Context: an optimization exercise on an open-source flow, tuned for small area, a short achievable clock period and few clock cycles. The choices shown serve that exercise and are no tape-out recipe. Only simulation tests tie the RTL to the original design; equivalence was not proved. No activity file was given, so power comes from the tool's default toggle rates.

run A:
Design kn4_mx_pack, start of the top module:
module kn4_mx_pack (
    input  wire         clk,
    input  wire         rst,           
    input  wire         in_valid,
    output wire         in_ready,
    input  wire [31:0]  in_data,       
    input  wire [1:0]   in_fmt,        
    input  wire [2:0]   in_rnd,        
    output reg          out_valid,
    input  wire         out_ready,
    output reg  [7:0]   out_scale,     
    output reg  [255:0] out_elem,      
    output reg  [3:0]   out_flags      
);
    reg        ir_v;                   
    reg        full;                   
    reg [4:0]  n;                      
    reg [5:0]  r;                      
    reg        f_v, b_v;               
    reg [4:0]  wc;                     
    reg        rdy;                    
    wire pop  = (r != 6'd0) & ~b_v;
    wire load = ir_v & (~full | pop);
    assign in_ready = rdy;
    reg [31:0] ir_d;
    reg [1:0]  ir_fmt;
    reg [2:0]  ir_rnd;
    wire ir_free = ~ir_v | ~full | pop;        
    always @(posedge clk) begin
        if (ir_free) begin
            ir_d   <= in_data;
            ir_fmt <= in_fmt;
            ir_rnd <= in_rnd;
        end
    end
    wire        sgn   = ir_d[31];
    wire [7:0]  ex    = ir_d[30:23];
    wire [22:0] fr    = ir_d[22:0];
    wire        ex_z  = (ex == 8'd0);
    wire        ex_f  = (&ex);
    wire        fr_nz = (fr != 23'd0);
    wire        is_nan  = ex_f & fr_nz;
    wire        is_inf  = ex_f & ~fr_nz;
    wire        is_zero = ex_z & ~fr_nz;
    wire        z16 = ~(|fr[22:7]);
    wire [22:0] nb  = z16 ? {fr[6:0], 16'd0} : fr;
    wire        k1  = ~z16 & (|fr[2:0]);
    wire        z8  = ~(|nb[22:15]);
    wire [22:3] nc  = z8 ? {nb[14:3], 8'd0} : nb[22:3];
    wire        k2  = |nc[10:3];
    wire        z4  = ~(|nc[22:19]);
    wire [22:11] nd = z4 ? {nc[18:11], 4'd0} : nc[22:11];
  ...
export LEC_CHECK = 0
export CAP_MARGIN = 5
export CORE_MARGIN = 2
export CORE_UTILIZATION = 65
export CTS_CLUSTER_DIAMETER = 60
export CTS_CLUSTER_SIZE = 30
export PLACE_DENSITY = 0.75
export SLEW_MARGIN = 5
create_clock -name core_clock -period 15.0 [get_ports {clk}]
standard.sh (not shown) runs the stock make flow with config.mk's settings and CLKGATE_MAP_FILE= SYNTH_SCRIPT=/design/flow/synth_recipe.tcl, a recipe that flattens the netlist after the stock synthesis.
==> flow/flow/run.sh <==
#!/bin/bash
# Own layout flow: the standard synthesis unchanged, then the standard ORFS
# layout with plain buffers on the ports and timing repair aimed below the
# clock period (SETUP_SLACK_MARGIN) so that the achieved period shrinks.
set -euo pipefail
MARGIN=${MARGIN:-10.8}
bash standard.sh synth > synth.log 2>&1
bash standard.sh "BUFFER_PORTS_ARGS=-buffer_cell sky130_fd_sc_hd__buf_1" \
    "SETUP_SLACK_MARGIN=$MARGIN" finish > layout.log 2>&1
Testbench counts of run A, summed over its fixed seeds: cycles 12,568.
The inputs of run B differ from those of run A as listed below.
--- a/flow/flow/run.sh
+++ b/flow/flow/run.sh
@@ -5,3 +5,3 @@
 set -euo pipefail
-MARGIN=${MARGIN:-10.8}
+MARGIN=${MARGIN:-11.0}
 bash standard.sh synth > synth.log 2>&1
--- a/flow/config.mk
+++ b/flow/config.mk
@@ -9,6 +9,6 @@
 export CORE_MARGIN = 2
-export CORE_UTILIZATION = 65
+export CORE_UTILIZATION = 60
 export CTS_CLUSTER_DIAMETER = 60
 export CTS_CLUSTER_SIZE = 30
-export PLACE_DENSITY = 0.75
+export PLACE_DENSITY = 0.7
 export SLEW_MARGIN = 5
Results
- Run B completed end to end with timing, DRC and antenna clean.
- Re met3 routed wirelength: run A was lower than run B.
- Relative to run A, final worst slack increased by 0.044 ns in run B.
- Register-to-register slack is lower on run B
- When run B is measured against run A, its count of buffers not belonging to the clock network in the layout turns out 17 higher.
- Number of multi-input combinational cells in the layout across run A and run B: no real change.
- Clock distribution area overhead in the final layout was lower in the run labelled run A.
## Diff of input files: run C against run B
==> flow/run.sh (new file) <==
#!/bin/bash
# synth_recipe.tcl (not shown) runs the flow's synth.tcl, then flattens the netlist and writes it again
# the make line also repeats each setting of config.mk as NAME=value (left out here)
make -C /OpenROAD-flow-scripts/flow DESIGN_CONFIG=/design/flow/config.mk WORK_HOME=/design/flow/orfs CLKGATE_MAP_FILE= SYNTH_SCRIPT=/design/flow/synth_recipe.tcl finish
--- a/flow/config.mk
+++ b/flow/config.mk
@@ -7,3 +7,3 @@
 export LEC_CHECK = 0
-export CAP_MARGIN = 5
+export CAP_MARGIN = 20
 export CORE_MARGIN = 2
@@ -13,2 +13,3 @@
 export PLACE_DENSITY = 0.7
-export SLEW_MARGIN = 5
+export SETUP_SLACK_MARGIN = 5
+export SLEW_MARGIN = 20
removed: flow/flow/run.sh
removed: flow/standard.sh
## What came out
- [compare] base=run B new=run C: first-pass GRT wire length up 460 um; final cell area excluding filler cells increased by 1100 um^2 relative to the old numbers; detailed placer's ending HPWL went up.
[inputs] run D vs run C
==> flow/flow/run.sh (new file) <==
#!/bin/bash
# Own layout flow: the standard synthesis unchanged, then the standard ORFS
# layout with plain buffers on the ports and timing repair aimed below the
# clock period (SETUP_SLACK_MARGIN) so that the achieved period shrinks.
set -euo pipefail
MARGIN=${MARGIN:-10.8}
bash standard.sh synth > synth.log 2>&1
bash standard.sh "BUFFER_PORTS_ARGS=-buffer_cell sky130_fd_sc_hd__buf_1" \
    "SETUP_SLACK_MARGIN=$MARGIN" finish > layout.log 2>&1
==> flow/standard.sh (new file) <==
#!/bin/bash
# synth_recipe.tcl (not shown) runs the flow's synth.tcl, then flattens the netlist and writes it again
# the make line also repeats each setting of config.mk as NAME=value (left out here)
make -C /OpenROAD-flow-scripts/flow DESIGN_CONFIG=/design/flow/config.mk WORK_HOME=/design/flow/orfs CLKGATE_MAP_FILE= SYNTH_SCRIPT=/design/flow/synth_recipe.tcl "${@:-finish}"
--- a/flow/config.mk
+++ b/flow/config.mk
@@ -7,3 +7,3 @@
 export LEC_CHECK = 0
-export CAP_MARGIN = 20
+export CAP_MARGIN = 5
 export CORE_MARGIN = 2
@@ -13,3 +13,2 @@
 export PLACE_DENSITY = 0.7
-export SETUP_SLACK_MARGIN = 5
-export SLEW_MARGIN = 20
+export SLEW_MARGIN = 5
removed: flow/run.sh
Notes after the runs:
- Final area, run D and run C: smaller value in run D
- Critical-path cell with the highest stage delay: sky130_fd_sc_hd__edfxtp_1 -> run D, sky130_fd_sc_hd__nor2_2 -> run C
- Run D against run C: least setup slack across all paths after layout +0.75 ns; clock-buffer cell count -5.
- Critical path depth, run D and run C: higher on run C
- Run C → run D: number of combinational gates with multiple inputs shows no meaningful change, power density over the cells shows an increase of 4.2%, register-to-register slack shows an increase of 0.93 ns, area added between synthesis and finish shows a reduction of 5.7 points, final critical delay including setup and external delays shows a reduction of 0.75 ns.
- First element of the critical path = out_ready: run C; first element of the critical path = out_elem[157]: run D
- The switching part of the total power was comparable across run D and run C.
- Critical path endpoint = bq[11]: run C; critical path endpoint = out_elem[157]: run D

static timing again, ports no longer ideal:
No port has a modelled driver above. Below, the same layouts with a new extraction and two added sets of constraints. Step 1 (the two cells are an assumption about what drives the block):
set clk [get_ports {clk}]
set_driving_cell -lib_cell sky130_fd_sc_hd__clkbuf_16 $clk
set_driving_cell -lib_cell sky130_fd_sc_hd__buf_2 [delete_from_list [all_inputs] $clk]
Step 2 adds t to the input delays and takes it off the output delays; t is the mean of the earliest and latest rising clock arrival at the registers after step 1. Input paths then give back, and output paths get back, about the clock's delay inside the block. Slacks: no drivers / after step 1 / after step 2; pairs: no drivers / after step 1.
run | t, ns | slack for setup (ns) | pins driven straight from the clock port
run A | 0.659 | 10.754 / 10.699 / 10.456 | 1
run B | 0.648 | 10.798 / 10.743 / 10.580 | 1
run C | 0.647 | 10.067 / 10.081 / 9.435 | 1
run D | 0.647 | 10.815 / 10.763 / 10.520 | 1
After both steps setup and hold are still met in every run listed. For run C, which loses most, drivers alone change the setup slack by +0.014 ns; drivers and shift together by -0.632 ns.
